Source: an optimization exercise on an open RTL-to-GDS flow (aim: small area, a short achievable clock period and few clock cycles). Production flows keep margins and buffers that such runs may drop.
At most, simulation tests tie the RTL to the original design; equivalence was not proved.
Only the layout flow was run in run 3; the RTL was not checked for function there.
No activity file was given, so power comes from the tool's default toggle rates.

**flow/design.v**
```verilog
module logic_core (
    input  wire        clk,
    input  wire        rst,
    input  wire        start,
    input  wire        cold,
    input  wire        rate_hi,
    input  wire [13:0] scan_ticks,
    output reg         done,
    output wire [13:0] imem_addr,
    input  wire [31:0] imem_rdata,
    output wire [11:0] bra_addr,
    input  wire        bra_data,
    output wire [11:0] brb_addr,
    input  wire        brb_data,
    output wire        bw_en,
    output wire [11:0] bw_addr,
    output wire        bw_data,
    output wire [11:0] wra_addr,
    input  wire [31:0] wra_data,
    output wire [11:0] wrb_addr,
    input  wire [31:0] wrb_data,
    output wire        ww_en,
    output wire [11:0] ww_addr,
    output wire [31:0] ww_data,
    output wire [7:0]  st_addr,
    input  wire [33:0] st_rdata,
    output wire        st_we,
    output wire [33:0] st_wdata
);
    localparam OP_NOP   = 6'h00, OP_MOVB = 6'h01, OP_NOTB = 6'h02, OP_AND  = 6'h03,
               OP_OR    = 6'h04, OP_XOR  = 6'h05, OP_SETB = 6'h06, OP_CLRB = 6'h07,
               OP_SETP  = 6'h08, OP_ANDP = 6'h09, OP_ORP  = 6'h0A, OP_NOTP = 6'h0B,
               OP_STP   = 6'h0C, OP_REDGE= 6'h0D, OP_FEDGE= 6'h0E,
               OP_MOV   = 6'h10, OP_MOVI = 6'h11, OP_ADD  = 6'h12, OP_SUB  = 6'h13,
               OP_MUL   = 6'h14, OP_DIV  = 6'h15, OP_ANDW = 6'h16, OP_ORW  = 6'h17,
               OP_XORW  = 6'h18,
               OP_EQ    = 6'h28, OP_LT   = 6'h29, OP_LE   = 6'h2A,
               OP_TON   = 6'h30, OP_TOF  = 6'h31, OP_TP   = 6'h32, OP_CTU  = 6'h33,
               OP_CTD   = 6'h34, OP_JMP  = 6'h3E, OP_END  = 6'h3F;
    localparam X_EX  = 3'd0, X_MUL = 3'd1, X_DIV = 3'd2, X_DIVF = 3'd3,
               X_TIM = 3'd4, X_TIMF = 3'd5;
    reg        run;          
    reg        r_v;          
    reg [13:0] pc;           
    reg [31:0] ir;
    reg [23:0] ir2;          
    reg        h2;           
    reg [7:0]  st_idx;       
    reg        cold_r;
    reg        rate_r;
    reg [13:0] scan_r;
    reg        x_v;
    reg [2:0]  xst;
    reg [5:0]  xop;
    reg [1:0]  xp;
    reg [11:0] xd;           
    reg [11:0] xsx;          
    reg [7:0]  x_idx;
    reg        xbd, xbs, xf0, xf1;
    reg [31:0] xwd;          
    reg [31:0] xws;          
    reg        pr;
    reg [11:0] annul;
    reg [31:0] acc;          
    reg [31:0] q;            
    reg [4:0]  idx;          
    reg [3:0]  trem;         
    reg        qneg;         
    reg        bneg_r, btwo_r, bzero_r;    
    reg        w_ben, w_bdat, w_wen, w_sen;
    reg [11:0] w_baddr, w_waddr;
    reg [7:0]  w_saddr;
    reg [1:0]  w_sflg;
    function is_tc_op;
        input [5:0] o;
        is_tc_op = (o == OP_TON) || (o == OP_TOF) || (o == OP_TP) ||
                   (o == OP_CTU) || (o == OP_CTD);
    endfunction
    function is_owned_op;
        input [5:0] o;
        is_owned_op = is_tc_op(o) || (o == OP_REDGE) || (o == OP_FEDGE);
    endfunction
    function writes_bit_op;
        input [5:0] o;
        writes_bit_op = (o >= OP_MOVB && o <= OP_CLRB) || (o >= OP_STP && o <= OP_FEDGE) ||
                        is_tc_op(o);
    endfunction
    function writes_word_op;
        input [5:0] o;
        writes_word_op = (o >= OP_MOV && o <= OP_XORW) || is_tc_op(o);
    endfunction
    function [4:0] msb32;
        input [31:0] x;
        integer k;
        begin
            msb32 = 5'd0;
            for (k = 1; k < 32; k = k + 1)
                if (x[k]) msb32 = k[4:0];
        end
    endfunction
    function [5:0] nbits32;
        input [31:0] x;
        integer k;
        begin
            nbits32 = 6'd0;
            for (k = 0; k < 32; k = k + 1)
                if (x[k]) nbits32 = k[5:0] + 6'd1;
        end
    endfunction
    function [14:0] tl;
        input       d9;
        input [3:0] r;
        input [1:0] v;
        begin
            tl = 15'd0;
            case ({d9, r, v})
            {1'b0, 4'd0, 2'd0}: tl = {4'd0, 11'd0};
            {1'b0, 4'd0, 2'd1}: tl = {4'd1, 11'd208};
            {1'b0, 4'd0, 2'd2}: tl = {4'd2, 11'd416};
            {1'b0, 4'd0, 2'd3}: tl = {4'd0, 11'd625};
            {1'b0, 4'd1, 2'd0}: tl = {4'd1, 11'd1};
            {1'b0, 4'd1, 2'd1}: tl = {4'd2, 11'd209};
            {1'b0, 4'd1, 2'd2}: tl = {4'd0, 11'd418};
            {1'b0, 4'd1, 2'd3}: tl = {4'd1, 11'd626};
            {1'b0, 4'd2, 2'd0}: tl = {4'd2, 11'd2};
            {1'b0, 4'd2, 2'd1}: tl = {4'd0, 11'd211};
            {1'b0, 4'd2, 2'd2}: tl = {4'd1, 11'd419};
            {1'b0, 4'd2, 2'd3}: tl = {4'd2, 11'd627};
            {1'b1, 4'd0, 2'd0}: tl = {4'd0, 11'd0};
            {1'b1, 4'd0, 2'd1}: tl = {4'd4, 11'd69};
            {1'b1, 4'd0, 2'd2}: tl = {4'd8, 11'd138};
            {1'b1, 4'd0, 2'd3}: tl = {4'd3, 11'd208};
            {1'b1, 4'd1, 2'd0}: tl = {4'd4, 11'd0};
            {1'b1, 4'd1, 2'd1}: tl = {4'd8, 11'd69};
            {1'b1, 4'd1, 2'd2}: tl = {4'd3, 11'd139};
            {1'b1, 4'd1, 2'd3}: tl = {4'd7, 11'd208};
            {1'b1, 4'd2, 2'd0}: tl = {4'd8, 11'd0};
            {1'b1, 4'd2, 2'd1}: tl = {4'd3, 11'd70};
            {1'b1, 4'd2, 2'd2}: tl = {4'd7, 11'd139};
            {1'b1, 4'd2, 2'd3}: tl = {4'd2, 11'd209};
            {1'b1, 4'd3, 2'd0}: tl = {4'd3, 11'd1};
            {1'b1, 4'd3, 2'd1}: tl = {4'd7, 11'd70};
            {1'b1, 4'd3, 2'd2}: tl = {4'd2, 11'd140};
            {1'b1, 4'd3, 2'd3}: tl = {4'd6, 11'd209};
            {1'b1, 4'd4, 2'd0}: tl = {4'd7, 11'd1};
            {1'b1, 4'd4, 2'd1}: tl = {4'd2, 11'd71};
            {1'b1, 4'd4, 2'd2}: tl = {4'd6, 11'd140};
            {1'b1, 4'd4, 2'd3}: tl = {4'd1, 11'd210};
            {1'b1, 4'd5, 2'd0}: tl = {4'd2, 11'd2};
            {1'b1, 4'd5, 2'd1}: tl = {4'd6, 11'd71};
            {1'b1, 4'd5, 2'd2}: tl = {4'd1, 11'd141};
            {1'b1, 4'd5, 2'd3}: tl = {4'd5, 11'd210};
            {1'b1, 4'd6, 2'd0}: tl = {4'd6, 11'd2};
            {1'b1, 4'd6, 2'd1}: tl = {4'd1, 11'd72};
            {1'b1, 4'd6, 2'd2}: tl = {4'd5, 11'd141};
            {1'b1, 4'd6, 2'd3}: tl = {4'd0, 11'd211};
            {1'b1, 4'd7, 2'd0}: tl = {4'd1, 11'd3};
            {1'b1, 4'd7, 2'd1}: tl = {4'd5, 11'd72};
            {1'b1, 4'd7, 2'd2}: tl = {4'd0, 11'd142};
            {1'b1, 4'd7, 2'd3}: tl = {4'd4, 11'd211};
            {1'b1, 4'd8, 2'd0}: tl = {4'd5, 11'd3};
            {1'b1, 4'd8, 2'd1}: tl = {4'd0, 11'd73};
            {1'b1, 4'd8, 2'd2}: tl = {4'd4, 11'd142};
            {1'b1, 4'd8, 2'd3}: tl = {4'd8, 11'd211};
                default: tl = 15'd0;
            endcase
        end
    endfunction
    wire cond = (xp == 2'b00) || (xp == 2'b01 && pr) || (xp == 2'b10 && !pr);
    wire exe  = (annul == 12'd0) && cond;
    wire [5:0]  r_op    = ir[31:26];
    wire [11:0] r_fd    = ir[23:12];
    wire [11:0] r_fs    = ir[11:0];
    wire        r_tc    = is_tc_op(r_op);
    wire        r_owned = is_owned_op(r_op);
    wire        r_timer = (r_op == OP_TON) || (r_op == OP_TOF) || (r_op == OP_TP);
    assign imem_addr = pc;
    assign bra_addr  = r_fd;
    assign brb_addr  = r_fs;
    assign wra_addr  = r_tc ? ir2[23:12] : r_fd;
    assign wrb_addr  = r_tc ? ir2[11:0]  : r_fs;
    assign st_addr   = w_sen ? w_saddr : st_idx;
    wire r_rba = (r_op == OP_AND) || (r_op == OP_OR) || (r_op == OP_XOR);
    wire r_rbb = r_rba || (r_op == OP_MOVB) || (r_op == OP_NOTB) ||
                 (r_op >= OP_SETP && r_op <= OP_ORP) || (r_op == OP_REDGE) ||
                 (r_op == OP_FEDGE) || r_tc;
    wire r_rwa = (r_op >= OP_ADD && r_op <= OP_XORW) || (r_op >= OP_EQ && r_op <= OP_LE) ||
                 (r_op == OP_CTU) || (r_op == OP_CTD);
    wire r_rwb = (r_op == OP_MOV) || r_rwa || r_tc;
    wire x_wb  = x_v && writes_bit_op(xop) && exe;
    wire x_ww  = x_v && writes_word_op(xop) && exe;
    wire [11:0] x_waddr = is_tc_op(xop) ? xsx : xd;
    wire hazard = (w_ben && ((r_rba && w_baddr == r_fd) || (r_rbb && w_baddr == r_fs))) ||
                  (x_wb  && ((r_rba && xd      == r_fd) || (r_rbb && xd      == r_fs))) ||
                  (w_wen && ((r_rwa && w_waddr == wra_addr) || (r_rwb && w_waddr == wrb_addr))) ||
                  (x_ww  && ((r_rwa && x_waddr == wra_addr) || (r_rwb && x_waddr == wrb_addr))) ||
                  (w_sen && r_owned);
    wire need2   = run && r_v && r_tc && !h2;
    wire r_ready = run && r_v && (!r_tc || h2) && !hazard;
    wire is_timer = (xop == OP_TON) || (xop == OP_TOF) || (xop == OP_TP);
    wire is_tc    = is_tc_op(xop);
    wire is_owned = is_owned_op(xop);
    wire x_ex = x_v && (xst == X_EX);
    wire xe   = x_ex && exe;
    wire [31:0] s_ones  = xws ^ {32{xws[31]}};
    wire [4:0]  s_msb   = msb32(s_ones);
    wire [3:0]  m_top   = (s_ones == 32'd0) ? 4'd0 : ((s_msb + 5'd1) >> 1);
    wire [32:0] s_ext   = {xws, 1'b0};
    wire [3:0]  nd_idx  = (xst == X_EX) ? m_top : (idx[3:0] - 4'd1);
    wire [2:0]  bdig    = s_ext[{nd_idx, 1'b0} +: 3];
    wire [31:0] b_mag   = bzero_r ? 32'd0 : (btwo_r ? {xwd[30:0], 1'b0} : xwd);
    wire [31:0] b_op    = b_mag ^ {32{bneg_r}};
    wire        b_neg   = bneg_r;
    wire        a_neg   = xwd[31];
    wire        d_neg   = xws[31];
    wire [5:0]  a_bits  = nbits32(xwd ^ {32{a_neg}});
    wire [5:0]  d_bits  = nbits32(xws ^ {32{d_neg}});
    wire        d_zero  = (xws == 32'd0);
    wire        q_zero  = (a_bits + {5'd0, a_neg}) < d_bits;    
    wire        tp_start = xbs && !xf0 && !xf1 && !cold_r;
    wire        tp_run   = xf1 || tp_start;
    wire [31:0] t_base   = (xop == OP_TP && tp_start) ? 32'd0 : xwd;
    wire [31:0] t_thr    = rate_r ? 32'd30923765 : 32'd10307922;
    wire [31:0] t_lim    = t_thr - {18'd0, scan_r};
    wire        t_sat    = t_base >= t_lim;
    wire [4:0]  t_msb    = msb32(t_base | {18'd0, scan_r});
    wire [4:0]  t_top    = (t_msb == 5'd31) ? 5'd15 : ((t_msb + 5'd1) >> 1);
    wire        t_long   = (xop == OP_TON && xbs) || (xop == OP_TOF && !xbs && xf1) ||
                           (xop == OP_TP && tp_run);
    wire [14:0] t_step   = tl(rate_r, trem, q[{idx[3:0], 1'b0} +: 2]);
    wire [31:0] t_et     = qneg ? 32'h7FFF_FFFF : acc;
    wire        cnt_edge = xbs && !xf0 && !cold_r;
    wire        cnt_dn   = (xop == OP_CTD);
    wire [31:0] cv_pm    = xwd + {{31{cnt_dn}}, 1'b1};
    wire        cv_move  = cnt_edge && (xwd != {cnt_dn, {31{!cnt_dn}}});
    wire [31:0] cv_new   = cv_move ? cv_pm : xwd;
    reg  [32:0] add_a, add_b;
    reg         add_c;
    always @(*) begin
        add_a = {xwd[31], xwd};
        add_b = ~{xws[31], xws};
        add_c = 1'b1;
        case (xst)
            X_MUL: begin
                add_a = {acc[30:0], 2'b00};
                add_b = {b_op[31], b_op};
                add_c = b_neg;
            end
            X_DIV: begin
                add_a = {acc, q[31]};
                add_b = d_neg ? {1'b1, xws} : ~{1'b0, xws};
                add_c = !d_neg;
            end
            X_DIVF: begin
                add_a = 33'd0;
                add_b = {1'b0, q ^ {32{qneg}}};
                add_c = qneg;
            end
            X_TIM: begin
                add_a = {acc[30:0], 2'b00};
                add_b = {22'd0, t_step[10:0]};
                add_c = 1'b0;
            end
            X_TIMF: begin
                add_a = {1'b0, t_et};
            end
            default: begin
                case (xop)
                    OP_ADD: begin
                        add_b = {xws[31], xws};
                        add_c = 1'b0;
                    end
                    OP_DIV: begin
                        add_a = 33'd0;
                        add_b = {1'b0, xwd ^ {32{a_neg}}};
                        add_c = a_neg;
                    end
                    OP_TON, OP_TOF, OP_TP: begin
                        add_a = {1'b0, t_base};
                        add_b = {19'd0, scan_r};
                        add_c = 1'b0;
                    end
                    default: ;    
                endcase
            end
        endcase
    end
    wire [32:0] sum    = add_a + add_b + {32'd0, add_c};
    wire        lt     = sum[32];
    wire        eq     = (xwd == xws);
    wire [31:0] t_newc = sum[32] ? 32'hFFFF_FFFF : sum[31:0];
    wire        cnt_q = (xop == OP_CTU) ? (!lt || (cv_move && cv_pm == xws))
                                        : (cv_new[31] || cv_new == 32'd0);
    reg x_fin;
    always @(*) begin
        x_fin = 1'b0;
        if (x_v) begin
            case (xst)
                X_EX: begin
                    x_fin = (xop != OP_END);
                    if (exe) begin
                        if (xop == OP_MUL) x_fin = 1'b0;
                        if (xop == OP_DIV && !d_zero && !q_zero) x_fin = 1'b0;
                        if (is_timer && t_long) x_fin = 1'b0;
                    end
                end
                X_MUL:  x_fin = (idx == 5'd0);
                X_DIVF: x_fin = 1'b1;
                X_TIMF: x_fin = 1'b1;
                default: x_fin = 1'b0;
            endcase
        end
    end
    wire x_end = x_ex && (xop == OP_END);
    wire r_adv = r_ready && (!x_v || x_fin);
    reg        e_ben, e_bdat, e_wen, e_sen;
    reg [31:0] e_wdat;
    reg [33:0] e_sdat;
    wire t_done = !lt;       
    always @(*) begin
        e_ben  = 1'b0;
        e_bdat = 1'b0;
        e_wen  = 1'b0;
        e_wdat = sum[31:0];
        e_sen  = 1'b0;
        e_sdat = 34'd0;
        case (xst)
            X_EX: if (x_v && exe) begin
                case (xop)
                    OP_MOVB:  begin e_ben = 1'b1; e_bdat = xbs;       end
                    OP_NOTB:  begin e_ben = 1'b1; e_bdat = !xbs;      end
                    OP_AND:   begin e_ben = 1'b1; e_bdat = xbd & xbs; end
                    OP_OR:    begin e_ben = 1'b1; e_bdat = xbd | xbs; end
                    OP_XOR:   begin e_ben = 1'b1; e_bdat = xbd ^ xbs; end
                    OP_SETB:  begin e_ben = 1'b1; e_bdat = 1'b1;      end
                    OP_CLRB:  begin e_ben = 1'b1; e_bdat = 1'b0;      end
                    OP_STP:   begin e_ben = 1'b1; e_bdat = pr;        end
                    OP_REDGE: begin
                        e_ben  = 1'b1;
                        e_bdat = xbs && !xf0 && !cold_r;
                        e_sen  = 1'b1;
                        e_sdat = {1'b0, xbs, 32'd0};
                    end
                    OP_FEDGE: begin
                        e_ben  = 1'b1;
                        e_bdat = xf0 && !xbs && !cold_r;
                        e_sen  = 1'b1;
                        e_sdat = {1'b0, xbs, 32'd0};
                    end
                    OP_MOV:   begin e_wen = 1'b1; e_wdat = xws; end
                    OP_MOVI:  begin e_wen = 1'b1; e_wdat = {{20{xsx[11]}}, xsx}; end
                    OP_ADD, OP_SUB: e_wen = 1'b1;
                    OP_DIV:   begin e_wen = d_zero || q_zero; e_wdat = 32'd0; end
                    OP_ANDW:  begin e_wen = 1'b1; e_wdat = xwd & xws; end
                    OP_ORW:   begin e_wen = 1'b1; e_wdat = xwd | xws; end
                    OP_XORW:  begin e_wen = 1'b1; e_wdat = xwd ^ xws; end
                    OP_TON, OP_TOF, OP_TP: begin
                        e_wdat = 32'd0;
                        if (!t_long) begin
                            e_ben = 1'b1;
                            e_sen = 1'b1;
                            if (xop == OP_TON) begin             
                                e_wen  = (xsx != 12'hFFF);
                                e_bdat = 1'b0;
                                e_sdat = 34'd0;
                            end else if (xop == OP_TOF && xbs) begin
                                e_wen  = (xsx != 12'hFFF);
                                e_bdat = 1'b1;
                                e_sdat = {2'b10, 32'd0};
                            end else if (xop == OP_TOF) begin    
                                e_bdat = 1'b0;
                                e_sdat = {2'b00, xwd};
                            end else begin                        
                                e_bdat = 1'b0;
                                e_sdat = {1'b0, xbs, xwd};
                            end
                        end
                    end
                    OP_CTU, OP_CTD: begin
                        e_ben  = 1'b1;
                        e_bdat = cnt_q;
                        e_wen  = 1'b1;
                        e_wdat = cv_new;
                        e_sen  = 1'b1;
                        e_sdat = {1'b0, xbs, 32'd0};
                    end
                    default: ;
                endcase
            end
            X_MUL:  e_wen = x_v && (idx == 5'd0);
            X_DIVF: e_wen = x_v;
            X_TIMF: if (x_v) begin
                e_ben  = 1'b1;
                e_sen  = 1'b1;
                e_wen  = (xsx != 12'hFFF);
                e_wdat = t_et;
                case (xop)
                    OP_TON: begin
                        e_bdat = t_done;
                        e_sdat = {2'b00, q};
                    end
                    OP_TOF: begin
                        e_bdat = !t_done;
                        e_sdat = {!t_done, 1'b0, q};
                    end
                    default: begin    
                        e_bdat = !t_done;
                        e_sdat = {!t_done, xbs, q};
                    end
                endcase
            end
            default: ;
        endcase
    end
    assign bw_en    = w_ben;
    assign bw_addr  = w_baddr;
    assign bw_data  = w_bdat;
    assign ww_en    = w_wen;
    assign ww_addr  = w_waddr;
    assign ww_data  = acc;
    assign st_we    = w_sen;
    assign st_wdata = {w_sflg, q};
    always @(posedge clk) begin
        if (rst) begin
            run    <= 1'b0;
            r_v    <= 1'b0;
            x_v    <= 1'b0;
            xst    <= X_EX;
            done   <= 1'b0;
            pc     <= 14'd0;
            h2     <= 1'b0;
            w_ben  <= 1'b0;
            w_wen  <= 1'b0;
            w_sen  <= 1'b0;
        end else begin
            done    <= x_end;
            w_ben   <= e_ben;
            w_wen   <= e_wen;
            w_sen   <= e_sen;
            if (x_v) begin
                case (xst)
                    X_EX: if (xe) begin
                        if (xop == OP_MUL) xst <= X_MUL;
                        if (xop == OP_DIV && !d_zero && !q_zero) xst <= X_DIV;
                        if (is_timer && t_long) xst <= t_sat ? X_TIMF : X_TIM;
                    end
                    X_MUL:  if (idx == 5'd0) xst <= X_EX;
                    X_DIV:  if (idx == 5'd0) xst <= X_DIVF;
                    X_TIM:  if (idx == 5'd0) xst <= X_TIMF;
                    default: xst <= X_EX;
                endcase
            end
            if (x_fin) begin
                if (annul != 12'd0)
                    annul <= annul - 12'd1;
                else if (exe && xop == OP_JMP)
                    annul <= xsx;
                if (exe) begin
                    case (xop)
                        OP_SETP: pr <= xbs;
                        OP_ANDP: pr <= pr & xbs;
                        OP_ORP:  pr <= pr | xbs;
                        OP_NOTP: pr <= !pr;
                        OP_EQ:   pr <= eq;
                        OP_LT:   pr <= lt;
                        OP_LE:   pr <= lt || eq;
                        default: ;
                    endcase
                end
            end
            if (x_end) begin
                x_v <= 1'b0;
                run <= 1'b0;
            end else if (x_fin || !x_v) begin
                x_v <= r_adv;
            end
            if (r_adv && r_owned)
                st_idx <= st_idx + 8'd1;
            if (!run) begin
                if (start) begin
                    run    <= 1'b1;
                    r_v    <= 1'b1;
                    ir     <= imem_rdata;
                    pc     <= (imem_rdata[31:26] == OP_END) ? 14'd0 : 14'd1;
                    h2     <= 1'b0;
                    pr     <= 1'b0;
                    annul  <= 12'd0;
                    st_idx <= 8'd0;
                    cold_r <= cold;
                    rate_r <= rate_hi;
                    scan_r <= scan_ticks;
                end
            end else if (need2) begin
                ir2 <= imem_rdata[23:0];
                pc  <= pc + 14'd1;
                h2  <= 1'b1;
            end else if (r_adv) begin
                if (r_op == OP_END) begin
                    r_v <= 1'b0;
                end else begin
                    ir  <= imem_rdata;
                    pc  <= (imem_rdata[31:26] == OP_END) ? 14'd0 : pc + 14'd1;
                    h2  <= 1'b0;
                end
            end
        end
    end
    always @(posedge clk) begin
        w_bdat  <= e_bdat;
        w_baddr <= xd;
        w_waddr <= x_waddr;
        w_saddr <= x_idx;
        w_sflg  <= e_sdat[33:32];
        case (xst)
            X_EX: if (xe) begin
                if (xop == OP_MUL) begin
                    acc <= 32'd0;
                    idx <= {1'b0, m_top};
                end
                if (xop == OP_DIV) begin
                    acc  <= 32'd0;
                    q    <= sum[31:0];
                    idx  <= 5'd31;
                    qneg <= a_neg ^ d_neg;
                end
                if (is_timer) begin
                    acc  <= 32'd0;
                    trem <= 4'd0;
                    q    <= t_newc;
                    idx  <= t_top;
                    qneg <= t_sat;
                end
            end
            X_MUL: begin
                acc <= sum[31:0];
                idx <= idx - 5'd1;
            end
            X_DIV: begin
                acc <= lt ? {acc[30:0], q[31]} : sum[31:0];
                q   <= {q[30:0], !lt};
                idx <= idx - 5'd1;
            end
            X_TIM: begin
                acc  <= sum[31:0];
                trem <= t_step[14:11];
                idx  <= idx - 5'd1;
            end
            default: ;
        endcase
        bneg_r  <= bdig[2] && !(bdig[1] && bdig[0]);
        btwo_r  <= (bdig == 3'b011) || (bdig == 3'b100);
        bzero_r <= (bdig == 3'b000) || (bdig == 3'b111);
        if (e_wen)
            acc <= e_wdat;
        if (e_sen && xst == X_EX)
            q <= e_sdat[31:0];
        if (r_adv) begin
            xop   <= r_op;
            xp    <= ir[25:24];
            xd    <= r_fd;
            xsx   <= r_tc ? ir2[23:12] : r_fs;
            x_idx <= st_idx;
            xbd   <= bra_data;
            xbs   <= brb_data;
            xwd   <= r_timer ? st_rdata[31:0] : wra_data;
            xws   <= wrb_data;
            xf0   <= st_rdata[32];
            xf1   <= st_rdata[33];
        end
    end
endmodule
```
**flow/flow/run.sh**
```bash
#!/bin/bash
# The standard layout (bash standard.sh), with ORFS's repair_timing asked
# to leave extra setup slack (SETUP_SLACK_MARGIN, in ns) so that the layout's
# paths come out shorter than the clock period requires. The SDC, the clock
# period and every other setting stay the standard flow's.
set -euo pipefail
export SETUP_SLACK_MARGIN=15
bash standard.sh > standard.log 2>&1
```
**flow/standard.sh**
```bash
#!/bin/bash
# synth_recipe.tcl (not shown) runs the flow's synth.tcl, then flattens the netlist and writes it again
# the make line also repeats each setting of config.mk as NAME=value (left out here)
make -C /OpenROAD-flow-scripts/flow DESIGN_CONFIG=/design/flow/config.mk WORK_HOME=/design/flow/orfs CLKGATE_MAP_FILE= SYNTH_SCRIPT=/design/flow/synth_recipe.tcl "${@:-finish}"
```
**flow/config.mk**
```make
export PLATFORM = sky130hd
export DESIGN_NAME = logic_core
export DESIGN_NICKNAME = logic_core
export VERILOG_FILES = /design/flow/design.v
export SDC_FILE = /design/flow/constraint.sdc
export NUM_CORES = 4
export LEC_CHECK = 0
export ABC_AREA = 1
export CAP_MARGIN = 20
export CORE_MARGIN = 2
export CORE_UTILIZATION = 40
export SLEW_MARGIN = 20
```
**flow/constraint.sdc**
```tcl
create_clock -name core_clock -period 22.0 [get_ports {clk}]
set_input_delay 4.4000 -clock core_clock [delete_from_list [all_inputs] [get_ports {clk}]]
set_output_delay 4.4000 -clock core_clock [all_outputs]
set_load 0.01 [all_outputs]
```
==> summary.txt, run 1 <==
run status=no timing/DRC/antenna violations; drt drc=0; post-layout minimum cycle time=around 7000 ps; first-pass GRT wire length=between 200 and 250 mm; min-delay src=x_idx[7]; cell internal pwr=1.33 mW; Initial Utilization=0.404; combinational power share=0.298; Via density=between 6 and 7; Worst R2R Start=idx[0]; critical path class=register to primary output; CTS Root Cell=clkbuf_16; Critical Path Start Type=register; GRT Total Usage=0.404; Final Hold Vio Count=0; Rows=between 100 and 150; Ports=316; drt pass-1 iters=8; Clock Sinks=338; setup TNS=0 ps; Async S/R FF share, synth=0; Leak=15.6 nW; routed via count=around 35000; number of synthesized register bits=between 300 and 400; Final Cycle Share=0.317; core box area=between 0.07 and 0.08 mm²; total global routing overflow=0; setup violators final=0; clock share of power=0.324; Worst R2R End=q[8]; synthesized area=0.0306 mm²; max-cap viol count=0; H-tree levels=2; actual slew at the worst max-slew pin=1190 ps; r2r setup slk=about 15000 ps; RSZ-0062 raised after global routing=true; Final Skew=between 30 and 40 ps; Num CTS Buffers=40; vias in the first global route=between 30000 and 40000; Rel. slew slack=0.196; Seq/Total Area, Yosys=0.311; die area=slightly below 0.08 mm²; Nets=4849; Post-Route WL=between 150 and 200 mm; Syn Nets=4497; drt wl/cell=between 20 and 30 µm; Gate Count Post-Synth=around 4200; Min-Delay Endpoint=w_saddr[7]; post-detail-place hpwl=124 mm; Post-synth EDFFs=approximately 280; CP max FO=13; Slew Limit Fails=0; sequential share of power=0.377; GP Congestion=roughly 1.1; yosys warns=1; number of distinct library cells after synthesis=a little over 70; most common cell after layout, fill and taps aside=nand2_1; Worst setup EP type=primary output; Die W=between 200 and 300 µm; hold buffer count at cts=0; port bufs=between 300 and 400; Post-synth top flop=edfxtp_1; Min-Delay Path Depth=0; average cell area after synthesis=roughly 7.4 µm²; pwr/cell area=54.1 mW/mm²; R2R depth=between 40 and 50; ANT nets after route=0; Worst EP required=~18000 ps; Fin Hold WS=around 340 ps; most frequent cells in the layout=nand2_1 (742), inv_1 (441), nor2_1 (380), o21ai_0 (324), clkdlybuf4s50_1 (294); Worst-Skew Late Latency=600 ps; area delta synth->final=24.5%; Clock transition at path regs=approximately 60 ps; Die Y=~280 µm; Switching Share=0.358; largest net degree at the start of global routing=slightly above 70; Max Fclk=roughly 140 MHz; Iteration-0 DRC Markers=between 4000 and 5000; CTS tree=built; antenna violations before repair=17; HP Class=register to register; Clock Path Buffers=3; share of layout cells above drive strength 1=0.118; NetSw=approximately 740 µW; Crit path arrival time=between 2000 and 3000 ps; VDD IR max=around 0.000065 V
-- critical path, stage by stage (launching register included) --
cell,delay [ps]
edfxtp_1,410
nand2_2,130
inv_1,80
nand4_1,120
nand2_2,90
buf_12,160
o21ai_2,350
clkdlybuf4s50_1,630
-- sequential cells by signal, indices dropped and copies added, names as in the netlist, 14 cells and up --
register  cells
acc          32
ir2          24
pc           14
xwd          32
ir           32
scan_r       14
xws          32
q            32
-- power groups by stage --
stage               combinational [mW]  sequential [mW]  clock (mW)
global route                     0.655            0.781       0.703
floorplan                        0.338            0.766           0
finish                           0.617            0.779       0.670
CTS                              0.552            0.777       0.678
global placement                 0.541            0.791           0
detailed placement               0.539            0.791           0
-- cell type report --
cell class / count / area, µm²
Clock inverter: 21 / 224
Timing Repair inverter: 6 / 38.8
Antenna cell: 12 / 30.0
Multi-Input combinational cell: 3140 / 19200
Fill cell: 7564 / 37800
Clock buffer: 51 / 1070
Inverter: 483 / 1880
Tap cell: 1030 / 1290
Timing Repair Buffer: 508 / 4890
Sequential cell: 338 / 9520
-- synthesized netlist by cell type, drive strengths merged, types with 40 or more instances --
library cell | count | area [µm²]
buf | 67 | 437
xnor2 | 93 | 822
a211oi | 50 | 375
o22ai | 93 | 582
o221ai | 60 | 526
nand2 | 774 | 2940
a21oi | 284 | 1440
clkbuf | 139 | 522
o21ai | 426 | 2150
nor2 | 403 | 1520
xor2 | 150 | 1320
inv | 466 | 1750
edfxtp | 275 | 8260
ha | 177 | 2210
o211ai | 54 | 405
nor3 | 40 | 211
nand4 | 41 | 257
a221oi | 53 | 464
dfxtp | 63 | 1260
nand3 | 145 | 748
nor4 | 44 | 288
-- through the flow --
| stage | cells | total power [mW] | utilization | cell area, µm² | worst slack [ps] |
|---|---|---|---|---|---|
| 2_1_floorplan | 4165 | 1.10 | - | 30700 | 15160 |
| 3_3_place_gp | 5406 | 1.33 | 0.460 | 35000 | 13600 |
| 3_5_place_dp | 5406 | 1.33 | 0.460 | 35000 | 13470 |
| 4_1_cts | 5505 | 2.01 | 0.483 | 36700 | 14780 |
| 5_1_grt | 5577 | 2.14 | 0.502 | 38100 | 14820 |
| 6_report | 5589 | 2.07 | 0.502 | 38200 | 15030 |
-- worst max path at each step --
stage	start	to	cells after the start
floorplan	start	ir[0]	7
global route	xop[1]	q[29]	46
CTS	ir[31]	wrb_addr[1]	10
finish	ir[30]	wra_addr[7]	7
detailed placement	xop[0]	q[18]	42
global placement	xop[0]	acc[15]	44
-- kinds of logic after synthesis --
group	after synthesis	share of synthesized area
and+or+nand+nor	1499	0.205
AOI/OAI and AO/OA	1182	0.237
buffers and inverters	689	0.0904
DFF	338	0.311
xor gates and xnor gates	243	0.0699
adders and majority gates	181	0.0749
muxes	33	0.0121
-- per-layer routing --
layer  up-vias  wire [µm]  GRT usage
li1      15300          -          -
met1     16300      60700      0.490
met2      2292      70600      0.616
met3       630      18900      0.110
met4        12      14900      0.295
met5         -         69          0
-- repair_timing --
| action | in CTS | in global routing |
|---|---|---|
| cloned | 7 | 9 |
| resized for setup | 81 | 225 |
| setup buffers | 20 | 63 |
| endpoints found under the setup margin | 193 | 163 |
| pin swaps | 3 | 50 |
Testbench counts, summed over its fixed seeds: cycles 333,817.
==> run 2, diff against run 1 <==
--- a/flow/flow/run.sh
+++ b/flow/flow/run.sh
@@ -6,3 +6,3 @@
 set -euo pipefail
-export SETUP_SLACK_MARGIN=15
+export SETUP_SLACK_MARGIN=16.5
 bash standard.sh > standard.log 2>&1
==> run 2 against run 1 <==
Effect of this change: count of clock-buffer cells in the layout grew 1; critical endpoint is now wrb_addr[2]; via count grew 7.2%; global-route usage grew 3.3 points; highest routed layer unchanged; total power grew 9.6%; still clean on timing, DRC and antenna.
==> summary.txt, run 2 <==
run status=no timing/DRC/antenna violations; crit path from=ir[27]; Worst R2R Start=idx[0]; Die W=between 200 and 300 µm; average cell area after synthesis=roughly 7.4 µm²; post-layout minimum cycle time=6720 ps; Final Skew=around 23 ps; Gate Count Post-Synth=around 4200; critical path class=register to primary output; top cells by area, synth=edfxtp_1 (27%), nand2_1 (9.4%), ha_1 (7.2%); area leader, netlist=edfxtp_1; Worst-Skew Late Latency=approximately 620 ps; share of the synthesized area in the top cell type=0.269; R2R depth=38; GRT Total Usage=0.438; Clock transition at path regs=approximately 60 ps; Crit path arrival time=around 2300 ps; Via density=6.20; CTS tree=built; Setup crit end=wrb_addr[2]; CP max-delay cell=edfxtp_1; dpl cells=roughly 5400; most frequent cells in the layout=nand2_1 (672), inv_1 (433), buf_4 (381), nor2_1 (369), o21ai_0 (281); Critical Path Start Type=register; setup violators final=0; Seq/Total Area, Yosys=0.311; CTS Root Cell=clkbuf_16; Post-Place Cell Area=between 0.03 and 0.04 mm²; antenna violations before repair=20; Nets=about 5200; number of synthesized register bits=about 340; vias in the first global route=about 34000; area delta synth->final=42.4%; highest cell delay on the worst timing path=about 430 ps; max-cap viol count=0; Post-synth top flop=edfxtp_1; GP Congestion=1.08; Fin Hold WS=approximately 340 ps; routed via count=37000; Clock Sinks=approximately 340; crit-path most repeated cell=nand2_4; Max Fclk=about 150 MHz; ANT nets after route=0; Num CTS Buffers=42; Worst setup EP type=primary output; Post-synth EDFFs=275; total global routing overflow=0; drt pass-1 iters=7; share of layout cells above drive strength 1=0.268; port bufs=315; r2r setup slk=around 16000 ps; most common cell after layout, fill and taps aside=nand2_1; Post-synth top cells=nand2_1 (766), inv_1 (456), nor2_1 (402), o21ai_0 (382), a21oi_1 (281); worst-path cell chain=nor2_4, nand4_1, nand2_4, buf_12, buf_16, clkinv_16, buf_8, nand2_4, o21ai_4, buf_6; Final Cycle Share=0.305; number of distinct library cells after synthesis=71; Worst R2R End=acc[20]; Async S/R FF share, synth=0; HP Class=register to register; setup TNS=0 ps; Final Hold Vio Count=0; die area=0.0788 mm²; drt wl/cell=approximately 30 µm; CP max FO=7; Slew Limit Fails=0; Ports=316; actual slew at the worst max-slew pin=~1300 ps; VDD IR max=0.0000610 V; final design instance area without fill=0.0436 mm²; Die Y=281 µm; most numerous cell in the Yosys netlist=nand2_1; Worst EP required=approximately 18000 ps; Clock Path Buffers=3; yosys warns=1; core box area=~0.076 mm²; pwr/cell area=51.9 mW/mm²; drt drc=0; Rel. slew slack=0.138; post-detail-place hpwl=between 100 and 150 mm; Iteration-0 DRC Markers=5000; synthesized area=between 0.03 and 0.04 mm²; first-pass GRT wire length=about 250 mm; Post-Route WL=roughly 180 mm; Leak=around 18 nW; Syn Nets=roughly 4500; RSZ-0062 raised after global routing=true; Initial Utilization=0.404; largest net degree at the start of global routing=64; non-filler cells, final=5963; Rows=roughly 100; H-tree levels=2
run 2: cell counts after synthesis:
Identical to the previous run, type by type.
run 2: repair_timing:
item / 4_1_cts / 5_1_grt
pin swaps: 100 / 94
hold buffers: 0 / 0
setup buffers: 335 / 95
gates cloned: 29 / 23
setup endpoints to repair: 487 / 434
gates resized for setup: 1098 / 332
hold endpoints to repair: 0 / 0
run 2: metal layers:
metal	wire [µm]	global-route usage	up-vias
met2	76400	0.655	2575
met4	17700	0.352	30
li1	-	-	16100
met5	249	0	-
met3	20400	0.125	776
met1	64700	0.524	17500
run 2: where the power goes:
group / switching [mW] / internal (mW)
registers: 0.0400 / 0.727
clock network: 0.317 / 0.415
logic: 0.464 / 0.302
run 2: worst max-delay path: cells and delay by family, from the launching register on:
family | cells | cell delay, ps
AO/OA/AOI/OAI | 1 | 80
buffers and inverters | 5 | 680
flip-flops | 1 | 430
AND/OR/NAND/NOR | 4 | 500
run 2: worst min path at each step:
stage,from,end,slack [ps],depth (start not counted)
CTS,x_idx[1],w_saddr[1],340,0
floorplan,x_idx[0],w_saddr[0],320,0
finish,x_idx[1],w_saddr[1],340,0
detailed placement,x_idx[1],w_saddr[1],330,0
global placement,x_idx[4],w_saddr[4],320,0
global route,x_idx[3],w_saddr[3],350,0
run 2: cells by family (layout without fill, tap and decap cells):
kind of cell,after synthesis,after routing,synth area share
XOR/XNOR,243,243,0.0699
other,0,9,0
flip-flops,338,338,0.311
adder cells (fa/ha/maj),181,181,0.0749
buffers and inverters,689,1439,0.0904
AND/OR/NAND/NOR,1499,1506,0.205
AO/OA/AOI/OAI,1182,1184,0.237
multiplexers,33,33,0.0121
run 2: area by class of cell:
| cell class | count | area (µm²) |
|---|---|---|
| Timing Repair Buffer | 866 | 8440 |
| Multi-Input combinational cell | 3147 | 20600 |
| Sequential cell | 338 | 9630 |
| Inverter | 483 | 1970 |
| Tap cell | 1030 | 1290 |
| Antenna cell | 9 | 22.5 |
| Clock buffer | 52 | 1190 |
| Fill cell | 6881 | 32300 |
| Clock inverter | 25 | 255 |
| Timing Repair inverter | 13 | 198 |
run 2: per-stage QoR:
stage	power, mW	util	setup WS [ps]
6_report	2.26	0.575	15280
5_1_grt	2.33	0.574	15200
4_1_cts	2.17	0.541	15370
3_5_place_dp	1.36	0.471	13460
3_3_place_gp	1.36	0.470	13640
2_1_floorplan	1.13	-	15990
==> run 3, diff against run 2 <==
--- a/flow/design.v
+++ b/flow/design.v
@@ -68,3 +68,2 @@
     reg        qneg;         
-    reg        bneg_r, btwo_r, bzero_r;    
     reg        w_ben, w_bdat, w_wen, w_sen;
@@ -208,7 +207,8 @@
     wire [32:0] s_ext   = {xws, 1'b0};
-    wire [3:0]  nd_idx  = (xst == X_EX) ? m_top : (idx[3:0] - 4'd1);
-    wire [2:0]  bdig    = s_ext[{nd_idx, 1'b0} +: 3];
-    wire [31:0] b_mag   = bzero_r ? 32'd0 : (btwo_r ? {xwd[30:0], 1'b0} : xwd);
-    wire [31:0] b_op    = b_mag ^ {32{bneg_r}};
-    wire        b_neg   = bneg_r;
+    wire [2:0]  bdig    = s_ext[{idx[3:0], 1'b0} +: 3];
+    wire        b_neg   = bdig[2] && !(bdig[1] && bdig[0]);
+    wire        b_two   = (bdig == 3'b011) || (bdig == 3'b100);
+    wire        b_zero  = (bdig == 3'b000) || (bdig == 3'b111);
+    wire [31:0] b_mag   = b_zero ? 32'd0 : (b_two ? {xwd[30:0], 1'b0} : xwd);
+    wire [31:0] b_op    = b_mag ^ {32{b_neg}};
     wire        a_neg   = xwd[31];
@@ -223,6 +223,2 @@
     wire [31:0] t_thr    = rate_r ? 32'd30923765 : 32'd10307922;
-    wire [31:0] t_lim    = t_thr - {18'd0, scan_r};
-    wire        t_sat    = t_base >= t_lim;
-    wire [4:0]  t_msb    = msb32(t_base | {18'd0, scan_r});
-    wire [4:0]  t_top    = (t_msb == 5'd31) ? 5'd15 : ((t_msb + 5'd1) >> 1);
     wire        t_long   = (xop == OP_TON && xbs) || (xop == OP_TOF && !xbs && xf1) ||
@@ -444,3 +440,3 @@
                         if (xop == OP_DIV && !d_zero && !q_zero) xst <= X_DIV;
-                        if (is_timer && t_long) xst <= t_sat ? X_TIMF : X_TIM;
+                        if (is_timer && t_long) xst <= (t_newc >= t_thr) ? X_TIMF : X_TIM;
                     end
@@ -529,4 +525,4 @@
                     q    <= t_newc;
-                    idx  <= t_top;
-                    qneg <= t_sat;
+                    idx  <= {1'b0, msb32(t_newc) >> 1};
+                    qneg <= t_newc >= t_thr;
                 end
@@ -549,5 +545,2 @@
         endcase
-        bneg_r  <= bdig[2] && !(bdig[1] && bdig[0]);
-        btwo_r  <= (bdig == 3'b011) || (bdig == 3'b100);
-        bzero_r <= (bdig == 3'b000) || (bdig == 3'b111);
         if (e_wen)
--- a/flow/flow/run.sh
+++ b/flow/flow/run.sh
@@ -6,3 +6,3 @@
 set -euo pipefail
-export SETUP_SLACK_MARGIN=16.5
+export SETUP_SLACK_MARGIN=14
 bash standard.sh > standard.log 2>&1
--- a/flow/config.mk
+++ b/flow/config.mk
@@ -7,3 +7,2 @@
 export LEC_CHECK = 0
-export ABC_AREA = 1
 export CAP_MARGIN = 20
==> run 3 against run 2 <==
Effect of this change: routed wire length decreased by 17%; worst hold slack got worse by 1.2 ps; non-clock buffer count decreased by 404; clock skew increased by 21 ps; sequential share of layout area increased by 2.5 points; core utilization decreased by 9.3 points; via count decreased by 6.5%; combinational power decreased by 55%; maximum frequency decreased by 17%; final area decreased by 12%; synthesized area increased by 5.3%; critical path type is now register to register; critical endpoint is now xst[0]; largest cell class unchanged.
==> summary.txt, run 3 <==
first-pass GRT wire length=between 200 and 250 mm; R2R depth=35; routed via count=34600; number of synthesized register bits=335; synthesized area=around 0.032 mm²; CTS tree=built; run status=no timing/DRC/antenna violations; drt pass-1 iters=6; Final Cycle Share=0.367; Clock Path Buffers=3; Clock Sinks=about 340; ANT nets after route=0; Die Y=a little under 300 µm; H-tree levels=2; number of distinct library cells after synthesis=94; most frequent cells in the layout=nand2_1 (489), a21oi_1 (329), clkdlybuf4s50_1 (315), edfxtp_1 (275), nor2_1 (261); actual slew at the worst max-slew pin=1320 ps; max-cap viol count=0; CTS Root Cell=clkbuf_16; Worst-Skew Late Latency=about 630 ps; Critical Path Start Type=register; pre-CTS setup slack=between 10000 and 15000 ps; Post-synth EDFFs=275; post-layout minimum cycle time=8080 ps; Initial Utilization=0.403; most numerous cell in the Yosys netlist=nand2_1; Async S/R FF share, synth=0; VDD IR max=about 0.000055 V; Final Hold Vio Count=0; Die W=around 290 µm; Slew Limit Fails=0; crit path from=idx[0]; share of layout cells above drive strength 1=0.0981; CP max FO=7; Nets=~4500; Leak=about 14 nW; total global routing overflow=0; Crit path arrival time=~8500 ps; Via density=6.58; share of the synthesized area in the top cell type=0.256; Worst setup EP type=register; area delta synth->final=19.5%; Post-synth top cells=nand2_1 (493), a21oi_1 (340), edfxtp_1 (275), nor2_1 (275), clkbuf_1 (251); final worst setup slack=approximately 14000 ps; Rel. slew slack=0.123; Post-Route WL=roughly 150 mm; GP Congestion=around 1; Syn Nets=about 4300; core box area=roughly 0.08 mm²; Worst R2R End=xst[0]; Rows=104; Max Fclk=124 MHz; critical path class=register to register; Worst R2R Start=idx[0]; Final Skew=approximately 44 ps; Num CTS Buffers=42; RSZ-0062 raised after global routing=true; top cells by area, synth=edfxtp_1 (26%), ha_1 (6.2%), nand2_1 (5.7%); setup TNS=0 ps; largest net degree at the start of global routing=~70; GRT Total Usage=0.347; antenna violations before repair=4; area leader, netlist=edfxtp_1; yosys warns=1; setup violators final=0; Seq/Total Area, Yosys=0.293; post-detail-place hpwl=~110 mm; Iteration-0 DRC Markers=about 4900; highest cell delay on the worst timing path=~640 ps; port bufs=between 300 and 400; die area=around 0.083 mm²; most common cell after layout, fill and taps aside=nand2_1; drt drc=0; Clock transition at path regs=about 70 ps; average cell area after synthesis=between 8 and 9 µm²; hold buffer count at cts=0; pwr/cell area=around 46 mW/mm²; vias in the first global route=~32000; r2r setup slk=~14000 ps; Post-synth top flop=edfxtp_1; Ports=about 320; HP Class=register to register; Setup crit end=xst[0]; CP max-delay cell=a2111oi_0; Worst EP required=22460 ps; Gate Count Post-Synth=between 3000 and 4000; drt wl/cell=28.4 µm
==> run 3: cell count changes in the layout (fill, tap and decap cells not counted), moves of 85 or more <==
cell and change:
nor2_1 -108, buf_4 -253, clkdlybuf4s50_1 +167, a21oi_1 +85, buf_6 -191, nand2_1 -183
inv_1 -311
==> run 3: power by group <==
part           switching, mW  total [mW]  internal (mW)  leakage [nW]
Clock                  0.311       0.706          0.395         0.650
Combinational          0.199       0.343          0.145          10.3
Sequential            0.0314       0.738          0.706          3.02
==> run 3: timing repair <==
| item | CTS | global route |
|---|---|---|
| resized for setup | 39 | 51 |
| pin swaps | 19 | 29 |
| setup buffers | 39 | 12 |
| hold endpoints to repair | 0 | 0 |
| gates cloned | 4 | 3 |
| setup endpoints to repair | 11 | 76 |
==> run 3: cell type report <==
| cell class | count | area [µm²] |
|---|---|---|
| Antenna cell | 1 | 2.50 |
| Clock buffer | 53 | 1100 |
| Clock inverter | 21 | 248 |
| Fill cell | 7869 | 41600 |
| Inverter | 138 | 523 |
| Multi-Input combinational cell | 3190 | 21400 |
| Sequential cell | 335 | 9460 |
| Tap cell | 1060 | 1330 |
| Timing Repair Buffer | 462 | 4470 |
==> run 3: through the flow <==
stage | std cells | area [µm²] | power (mW) | hold WS (ps) | util
floorplan | 3994 | 32300 | 0.931 | 323 | -
global placement | 5127 | 36300 | 1.06 | 324 | 0.452
detailed placement | 5127 | 36300 | 1.06 | 328 | 0.452
CTS | 5244 | 38200 | 1.77 | 342 | 0.476
global route | 5259 | 38600 | 1.84 | 345 | 0.481
finish | 5260 | 38600 | 1.79 | 339 | 0.481
==> run 3: cell families after synthesis <==
| logic type | synth area share |
|---|---|
| compound gates | 0.259 |
| xor+xnor | 0.0797 |
| fa+ha+maj | 0.0639 |
| buf+inv | 0.0587 |
| flops | 0.293 |
| mux | 0.0475 |
| simple gates | 0.198 |
==> run 3: how the worst min path moves through the flow <==
stage | from | to | slack (ps) | cells past startpoint
finish | x_idx[0] | w_saddr[0] | 340 | 0
global route | x_idx[1] | w_saddr[1] | 350 | 0
CTS | x_idx[1] | w_saddr[1] | 340 | 0
detailed placement | x_idx[0] | w_saddr[0] | 330 | 0
global placement | x_idx[5] | w_saddr[5] | 320 | 0
floorplan | x_idx[0] | w_saddr[0] | 320 | 0
==> run 3: worst max-delay path, delay by kind of cell (launching register included) <==
| family | cells | cell delay (ps) |
|---|---|---|
| mux | 2 | 1130 |
| compound gates | 16 | 3510 |
| xor+xnor | 2 | 380 |
| simple gates | 6 | 690 |
| flops | 1 | 440 |
| buf+inv | 6 | 860 |
| fa+ha+maj | 3 | 900 |
==> run 3: metal layers <==
metal / track usage / wire [µm] / up-vias
li1: - / - / 15400
met5: 0 / 9 / -
met4: 0.256 / 13200 / 2
met1: 0.437 / 56500 / 16400
met3: 0.0623 / 14400 / 515
met2: 0.531 / 65100 / 2239
==> run 4, diff against run 3 <==
--- a/flow/design.v
+++ b/flow/design.v
@@ -45,3 +45,3 @@
     reg [31:0] ir;
-    reg [23:0] ir2;          
+    reg [11:0] wa_r, wb_r;   
     reg        h2;           
@@ -68,2 +68,3 @@
     reg        qneg;         
+    reg        bneg_r, btwo_r, bzero_r;    
     reg        w_ben, w_bdat, w_wen, w_sen;
@@ -178,4 +179,4 @@
     assign brb_addr  = r_fs;
-    assign wra_addr  = r_tc ? ir2[23:12] : r_fd;
-    assign wrb_addr  = r_tc ? ir2[11:0]  : r_fs;
+    assign wra_addr  = wa_r;
+    assign wrb_addr  = wb_r;
     assign st_addr   = w_sen ? w_saddr : st_idx;
@@ -207,8 +208,7 @@
     wire [32:0] s_ext   = {xws, 1'b0};
-    wire [2:0]  bdig    = s_ext[{idx[3:0], 1'b0} +: 3];
-    wire        b_neg   = bdig[2] && !(bdig[1] && bdig[0]);
-    wire        b_two   = (bdig == 3'b011) || (bdig == 3'b100);
-    wire        b_zero  = (bdig == 3'b000) || (bdig == 3'b111);
-    wire [31:0] b_mag   = b_zero ? 32'd0 : (b_two ? {xwd[30:0], 1'b0} : xwd);
-    wire [31:0] b_op    = b_mag ^ {32{b_neg}};
+    wire [3:0]  nd_idx  = (xst == X_EX) ? m_top : (idx[3:0] - 4'd1);
+    wire [2:0]  bdig    = s_ext[{nd_idx, 1'b0} +: 3];
+    wire [31:0] b_mag   = bzero_r ? 32'd0 : (btwo_r ? {xwd[30:0], 1'b0} : xwd);
+    wire [31:0] b_op    = b_mag ^ {32{bneg_r}};
+    wire        b_neg   = bneg_r;
     wire        a_neg   = xwd[31];
@@ -223,2 +223,6 @@
     wire [31:0] t_thr    = rate_r ? 32'd30923765 : 32'd10307922;
+    wire [31:0] t_lim    = t_thr - {18'd0, scan_r};
+    wire        t_sat    = t_base >= t_lim;
+    wire [4:0]  t_msb    = msb32(t_base | {18'd0, scan_r});
+    wire [4:0]  t_top    = (t_msb == 5'd31) ? 5'd15 : ((t_msb + 5'd1) >> 1);
     wire        t_long   = (xop == OP_TON && xbs) || (xop == OP_TOF && !xbs && xf1) ||
@@ -286,3 +290,4 @@
     wire        eq     = (xwd == xws);
-    wire [31:0] t_newc = sum[32] ? 32'hFFFF_FFFF : sum[31:0];
+    wire        t_ovf  = t_base > ~{18'd0, scan_r};     
+    wire [31:0] t_newc = t_ovf ? 32'hFFFF_FFFF : sum[31:0];
     wire        cnt_q = (xop == OP_CTU) ? (!lt || (cv_move && cv_pm == xws))
@@ -298,3 +303,3 @@
                         if (xop == OP_MUL) x_fin = 1'b0;
-                        if (xop == OP_DIV && !d_zero && !q_zero) x_fin = 1'b0;
+                        if (xop == OP_DIV) x_fin = 1'b0;
                         if (is_timer && t_long) x_fin = 1'b0;
@@ -348,3 +353,2 @@
                     OP_ADD, OP_SUB: e_wen = 1'b1;
-                    OP_DIV:   begin e_wen = d_zero || q_zero; e_wdat = 32'd0; end
                     OP_ANDW:  begin e_wen = 1'b1; e_wdat = xwd & xws; end
@@ -439,4 +443,4 @@
                         if (xop == OP_MUL) xst <= X_MUL;
-                        if (xop == OP_DIV && !d_zero && !q_zero) xst <= X_DIV;
-                        if (is_timer && t_long) xst <= (t_newc >= t_thr) ? X_TIMF : X_TIM;
+                        if (xop == OP_DIV) xst <= (d_zero || q_zero) ? X_DIVF : X_DIV;
+                        if (is_timer && t_long) xst <= t_sat ? X_TIMF : X_TIM;
                     end
@@ -479,2 +483,4 @@
                     ir     <= imem_rdata;
+                    wa_r   <= imem_rdata[23:12];
+                    wb_r   <= imem_rdata[11:0];
                     pc     <= (imem_rdata[31:26] == OP_END) ? 14'd0 : 14'd1;
@@ -489,3 +495,4 @@
             end else if (need2) begin
-                ir2 <= imem_rdata[23:0];
+                wa_r <= imem_rdata[23:12];
+                wb_r <= imem_rdata[11:0];
                 pc  <= pc + 14'd1;
@@ -496,3 +503,5 @@
                 end else begin
-                    ir  <= imem_rdata;
+                    ir   <= imem_rdata;
+                    wa_r <= imem_rdata[23:12];
+                    wb_r <= imem_rdata[11:0];
                     pc  <= (imem_rdata[31:26] == OP_END) ? 14'd0 : pc + 14'd1;
@@ -517,5 +526,5 @@
                     acc  <= 32'd0;
-                    q    <= sum[31:0];
+                    q    <= (d_zero || q_zero) ? 32'd0 : sum[31:0];
                     idx  <= 5'd31;
-                    qneg <= a_neg ^ d_neg;
+                    qneg <= a_neg ^ d_neg && !(d_zero || q_zero);
                 end
@@ -525,4 +534,4 @@
                     q    <= t_newc;
-                    idx  <= {1'b0, msb32(t_newc) >> 1};
-                    qneg <= t_newc >= t_thr;
+                    idx  <= t_top;
+                    qneg <= t_sat;
                 end
@@ -545,2 +554,5 @@
         endcase
+        bneg_r  <= bdig[2] && !(bdig[1] && bdig[0]);
+        btwo_r  <= (bdig == 3'b011) || (bdig == 3'b100);
+        bzero_r <= (bdig == 3'b000) || (bdig == 3'b111);
         if (e_wen)
@@ -553,3 +565,3 @@
             xd    <= r_fd;
-            xsx   <= r_tc ? ir2[23:12] : r_fs;
+            xsx   <= r_tc ? wa_r : r_fs;
             x_idx <= st_idx;
==> flow/flow/run.sh (replaced) <==
#!/bin/bash
# The standard layout (bash standard.sh) with two changes to how ORFS
# builds it; the SDC, the clock period and every other setting stay the standard flow's.
#  - repair_timing is asked to leave extra setup slack (SETUP_SLACK_MARGIN,
#    in ns), so that the layout's paths come out shorter than the clock
#    period requires;
#  - the port buffers that global placement inserts on every input and
#    output are buf_2 cells instead of ORFS's default delay buffers.
set -euo pipefail
export SETUP_SLACK_MARGIN=15
export BUFFER_PORTS_ARGS="-buffer_cell sky130_fd_sc_hd__buf_2"
bash standard.sh > standard.log 2>&1
--- a/flow/config.mk
+++ b/flow/config.mk
@@ -7,2 +7,3 @@
 export LEC_CHECK = 0
+export ABC_AREA = 1
 export CAP_MARGIN = 20
==> run 4 against run 3 <==
Effect of this change: routed wire length is 5.9% lower; non-clock buffer count is 70 lower; critical path type unchanged; final cell count rose by 6.2%; critical path depth down 1; sequential share of layout area grew 2.1 points; via count decreased by 4.2%; critical endpoint is now acc[29]; highest routed layer unchanged; global-route usage fell by 1.4 points; first-iteration DRC count fell by 19%; register-to-register slack gained 1500 ps; sequential power up 21%; clock skew rose by 35 ps; sequential cell count rose by 3.
==> summary.txt, run 4 <==
antenna violations before repair=8; Rows=around 100; post-synthesis mux area share=0.0122; CP max-delay cell=edfxtp_1; CTS tree=built; cell count along the critical path=34; Post-Route WL=between 100 and 150 mm; setup violators final=0; Post-synth top flop=edfxtp_1; Gate Count Post-Synth=around 4300; Die Y=roughly 280 µm; R2R depth=34; Min-Delay Path Depth=0; first-pass GRT wire length=203 mm; Worst setup EP type=register; final design instance area without fill=around 0.036 mm²; most numerous cell in the Yosys netlist=nand2_1; post-detail-place hpwl=around 110 mm; GP Congestion=roughly 1.0; Worst-Skew Late Latency=between 600 and 700 ps; Final Skew=between 70 and 80 ps; Max Fclk=151 MHz; share of layout cells above drive strength 1=0.139; most frequent cells in the layout=nand2_1 (908), inv_1 (436), o21ai_0 (351), a21oi_1 (323); pwr/cell area=about 77 mW/mm²; area delta synth->final=14.0%; largest family of logic cells by synthesized area=compound AO/OA/AOI/OAI gates; setup TNS=0 ps; final core utilization=0.461; Final Hold Vio Count=0; port bufs=roughly 320; Crit path arrival time=around 7000 ps; Post-synth top cells=nand2_1 (909), inv_1 (440), o21ai_0 (353), a21oi_1 (328), nor2_1 (320); Post-Place Cell Area=0.0338 mm²; Final Cycle Share=0.301; RSZ-0062 raised after global routing=false; Syn Nets=between 4000 and 5000; Seq/Total Area, Yosys=0.304; Initial Utilization=0.404; Leak=between 15 and 20 nW; Nets=~5000; Compound-Gate Fraction of Synth Area=0.222; # diodes=0; Post-synth EDFFs=between 200 and 300; max-cap viol count=0; largest net degree at the start of global routing=64; crit path buf inv count=9; ANT nets after route=0; Die W=284 µm; Async S/R FF share, synth=0; Slew Limit Fails=0; simple-gate share of the synthesized area=0.221; vias in the first global route=31000; highest cell delay on the worst timing path=500 ps; core box area=slightly below 0.08 mm²; actual slew at the worst max-slew pin=1100 ps; H-tree levels=2; Ports=between 300 and 400; Clock transition at path regs=60 ps; area leader, netlist=edfxtp_1; total global routing overflow=0; CP max FO=19; HP Class=register to register; die area=0.0807 mm²; most common cell after layout, fill and taps aside=nand2_1; xor/xnor cell area share of the yosys netlist=0.0709; average cell area after synthesis=around 7.3 µm²; delay-heaviest family, CP=compound AO/OA/AOI/OAI gates; Via density=approximately 5.9; VDD IR max=between 0.00009 and 0.0001 V; run status=no timing/DRC/antenna violations; Num CTS Buffers=roughly 40; routed via count=between 30000 and 40000; number of distinct library cells after synthesis=76; GRT Total Usage=0.332; hold buffer count at cts=0; drt drc=0; yosys warns=1; post-synthesis adder-cell area fraction=0.0839; fill count=a little over 8000; Worst EP required=22320 ps; Clock Path Buffers=3; drt wl/cell=between 20 and 30 µm; share of the synthesized area in the top cell type=0.263; number of synthesized register bits=~340; Fin Hold WS=roughly 340 ps; drt pass-1 iters=8; Critical Path Start Type=register; critical path class=register to register; post-layout minimum cycle time=around 6600 ps; CTS Root Cell=clkbuf_16; Iteration-0 DRC Markers=4000; synthesized area=about 0.031 mm²; Clock Sinks=between 300 and 400; Rel. slew slack=0.262; top cells by area, synth=edfxtp_1 (26%), nand2_1 (11%), ha_1 (8.1%)
-- run 4: cell types whose count changed after synthesis, sizes merged, moves of 53 or more --
| cell | before | now |
|---|---|---|
| nor2 | 276 | 332 |
| a221oi | 73 | 14 |
| nor3 | 101 | 48 |
| nand2 | 493 | 922 |
| o21ai | 239 | 411 |
| inv | 126 | 459 |
| mux2i | 54 | 1 |
| clkbuf | 251 | 144 |
-- run 4: through the flow --
stage | instances | power (mW) | setup WS [ps]
floorplan | 4284 | 1.56 | 15590
global placement | 5494 | 1.86 | 13670
detailed placement | 5494 | 1.86 | 13650
CTS | 5574 | 2.71 | 15020
global route | 5587 | 2.87 | 15010
finish | 5587 | 2.74 | 15380
-- run 4: per-layer routing --
metal	share of wire	GRT usage	vias to the layer above	routed length, µm
met3	0.11	0.0777	336	15600
met1	0.41	0.442	15500	56900
met2	0.43	0.513	1874	60800
met4	0.051	0.146	4	7120
li1	-	-	15400	-
met5	0.00015	0	-	21
-- run 4: where the power goes --
| part | total [mW] | switching [mW] | leakage [nW] | internal (mW) |
|---|---|---|---|---|
| combinational | 1.00 | 0.669 | 11.4 | 0.336 |
| sequential | 0.894 | 0.105 | 3.05 | 0.789 |
| clock | 0.840 | 0.317 | 0.801 | 0.523 |
| total | 2.74 | 1.09 | 15.2 | 1.65 |
-- run 4: logic make-up (layout without fill, tap and decap cells) --
logic type,Yosys count,in the layout
AO/OA/AOI/OAI,1148,1148
AND/OR/NAND/NOR,1627,1628
adder cells (fa/ha/maj),208,208
flip-flops,338,338
buffers and inverters,676,938
XOR/XNOR,253,253
multiplexers,34,34
-- run 4: worst paths after layout --
path | startpoint | slack (ps) | endpoint
worst max register to register | xop[0] | 15380 | acc[29]
worst max-delay path | xop[0] | 15380 | acc[29]
worst min register to register | x_idx[1] | 340 | w_saddr[1]
worst min-delay path | x_idx[1] | 340 | w_saddr[1]
-- run 4: what timing repair did --
item | CTS | global route
setup endpoints to repair | 48 | 43
pin swaps | 1 | 9
gates cloned | 0 | 3
resized for setup | 12 | 29
setup buffers | 4 | 9
-- run 4: cell type report --
cell class | count | area (µm²) | share of cell area
inverter | 469 | 1790 | 0.0499
tap | 1040 | 1300 | 0.0364
timing repair inverter | 1 | 5.00 | 0.000140
timing repair buffer | 392 | 2190 | 0.0613
multi-input combinational | 3271 | 19300 | 0.540
clock inverter | 30 | 579 | 0.0162
clock buffer | 46 | 1070 | 0.0301
sequential | 338 | 9520 | 0.266
Testbench counts of run 4, summed over its fixed seeds: cycles 335,913.
==> run 5, diff against run 4 <==
--- a/flow/flow/run.sh
+++ b/flow/flow/run.sh
@@ -9,3 +9,3 @@
 set -euo pipefail
-export SETUP_SLACK_MARGIN=15
+export SETUP_SLACK_MARGIN=16
 export BUFFER_PORTS_ARGS="-buffer_cell sky130_fd_sc_hd__buf_2"
==> run 5 against run 4 <==
Effect of this change: sequential power barely moved; highest routed layer unchanged; first-iteration DRC count down 6.7%; critical endpoint is now acc[26]; setup slack improved by 500 ps; sequential share of layout area decreased by 0.63 points; largest cell class unchanged; routed wire length is 0.97% higher; final area rose by 2.5%; still clean on timing, DRC and antenna; synthesized cell count unchanged.
==> summary.txt, run 5 <==
vias in the first global route=approximately 32000; Async S/R FF share, synth=0; Crit path arrival time=approximately 6500 ps; Clock transition at path regs=about 60 ps; Initial Utilization=0.404; post-detail-place hpwl=106 mm; port bufs=~320; Via density=5.93; first-pass GRT wire length=206 mm; Max Fclk=between 150 and 200 MHz; routed via count=between 30000 and 40000; yosys warns=1; RSZ-0062 raised after global routing=true; Register Area=between 0.009 and 0.01 mm²; final core utilization=0.472; Final Skew=around 44 ps; most numerous cell in the Yosys netlist=nand2_1; met2 routed WL=62.1 mm; average cell area after synthesis=roughly 7.3 µm²; total global routing overflow=0; Ports=between 300 and 400; Num CTS Buffers=42; die area=0.0807 mm²; max-cap viol count=0; number of synthesized register bits=338; synthesized area=0.0314 mm²; drt pass-1 iters=6; Die Y=around 280 µm; Post-synth EDFFs=between 200 and 300; # diodes=0; GRT Total Usage=0.337; setup violators final=0; actual slew at the worst max-slew pin=approximately 1200 ps; drt drc=0; Final Cycle Share=0.278; highest cell delay on the worst timing path=~430 ps; HP Class=register to register; H-tree levels=2; Slew Limit Fails=0; pwr/cell area=~74 mW/mm²; dpl cells=around 5500; non-filler cells, final=between 5000 and 6000; Rows=102; Rel. slew slack=0.217; largest net degree at the start of global routing=70; share of the synthesized area in the top cell type=0.263; post-layout minimum cycle time=6120 ps; Die W=roughly 280 µm; core box area=about 0.078 mm²; ANT nets after route=0; Post-synth top cells=nand2_1 (909), inv_1 (440), o21ai_0 (353), a21oi_1 (328), nor2_1 (320); Nets=between 4000 and 5000; Multi-input gate area=~0.02 mm²; setup TNS=0 ps; routed wl met3=around 16 mm; antenna violations before repair=3; top cells by area, synth=edfxtp_1 (26%), nand2_1 (11%), ha_1 (8.1%); highest metal used=met5; run status=no timing/DRC/antenna violations; Syn Nets=4643; Met1 Wirelength=56.5 mm; Iteration-0 DRC Markers=3734; VDD IR max=around 0.00008 V; Gate Count Post-Synth=4284; CP max-delay cell=fa_2; Post-Route WL=around 140 mm; Post-synth top flop=edfxtp_1; GP Congestion=just over 1; Worst setup EP type=register; share of layout cells above drive strength 1=0.167; area delta synth->final=16.8%; number of distinct library cells after synthesis=76; drt wl/cell=~25 µm; critical path class=register to register; Final Hold Vio Count=0; most common cell after layout, fill and taps aside=nand2_1; Clock Path Buffers=3; most frequent cells in the layout=nand2_1 (904), inv_1 (425), o21ai_0 (331), buf_2 (315), a21oi_1 (314); Worst EP required=about 22000 ps; area leader, netlist=edfxtp_1; fill count=between 7000 and 8000; CP max FO=6; Critical Path Start Type=register; Seq/Total Area, Yosys=0.304; Leak=between 15 and 20 nW; Clock Sinks=338; CTS tree=built; Worst-Skew Late Latency=640 ps; CTS Root Cell=clkbuf_16
## run 5: cell counts after synthesis
No cell type changed its count.
## run 5: stage by stage
step	hold WS [ps]	power (mW)	worst slack [ps]	area [µm²]
final	338	2.72	15880	36600
after global routing	352	2.86	15610	36600
after CTS	339	2.67	15850	36200
after detailed placement	328	1.87	13280	33800
after global placement	325	1.86	13420	33800
after floorplan	323	1.56	16000	31400
## run 5: layout make-up
cell class	instances	area share
tap	1040	0.0355
inverter	469	0.0494
multi-input combinational	3273	0.540
clock buffer	53	0.0312
timing repair buffer	457	0.0746
timing repair inverter	2	0.000342
clock inverter	23	0.00857
sequential	338	0.260
## run 5: cells by family (layout without fill, tap and decap cells)
kind of cell | count (synthesis) | in the layout | synth area share
simple gates | 1627 | 1630 | 0.221
compound gates | 1148 | 1148 | 0.222
buf+inv | 676 | 1004 | 0.0873
flops | 338 | 338 | 0.304
xor+xnor | 253 | 253 | 0.0709
fa+ha+maj | 208 | 208 | 0.0839
mux | 34 | 34 | 0.0122
## run 5: worst paths after layout
kind,start,endpoint,slack [ps],depth (start not counted)
worst min-delay path,x_idx[4],w_saddr[4],340,0
worst max-delay path,idx[0],acc[26],15880,35
worst max register to register,idx[0],acc[26],15880,35
worst min register to register,x_idx[4],w_saddr[4],340,0
## run 5: routing by layer
metal  global-route usage  vias up
li1                     -    15500
met1                0.442    15700
met2                0.527     1953
met3               0.0785      359
met4                0.153        4
met5                    0        -
## run 5: worst max-delay path: cells and delay by family (launching register included)
| family | cells | cell delay (ps) |
|---|---|---|
| flip-flops | 1 | 380 |
| adder cells (fa/ha/maj) | 3 | 1070 |
| AO/OA/AOI/OAI | 17 | 2450 |
| buffers and inverters | 7 | 980 |
| XOR/XNOR | 1 | 180 |
| AND/OR/NAND/NOR | 7 | 780 |
## run 5: power breakdown
part | total (mW) | switching (mW) | internal [mW]
registers | 0.894 | 0.104 | 0.789
clock network | 0.742 | 0.320 | 0.422
logic | 1.08 | 0.703 | 0.377
total | 2.72 | 1.13 | 1.59
## run 5: what timing repair did
action | in CTS | in global routing
endpoints found under the setup margin | 90 | 72
cloned | 4 | 1
pin swaps | 61 | 66
setup buffers | 59 | 21
gates resized for setup | 117 | 59
hold buffers | 0 | 0

static timing again, ports no longer ideal:
Ports are ideal in the flow. The routed layouts listed here were re-timed in OpenROAD. Step 1, drivers: a clkbuf_16 drives clk and a buf_2 each remaining input, both assumed. Step 2 also shifts input and output timing later by t, the mid clock arrival at the registers, as if the neighbouring blocks saw the same clock. a / b / c = no drivers / after step 1 / after step 2; a / b = the first two.
run	t, ns	slack for setup (ns)	pins driven straight from the clock port
run 1	0.653	15.034 / 14.964 / 14.564	1
run 2	0.683	15.282 / 15.210 / 15.519	1
run 3	0.677	13.918 / 13.918 / 13.918	1
run 4	0.678	15.379 / 15.379 / 15.280	1
run 5	0.683	15.883 / 15.883 / 15.541	1
After both steps every run listed still meets setup and hold. For run 1, which loses most, drivers alone change the setup slack by -0.070 ns; drivers and shift together by -0.470 ns.
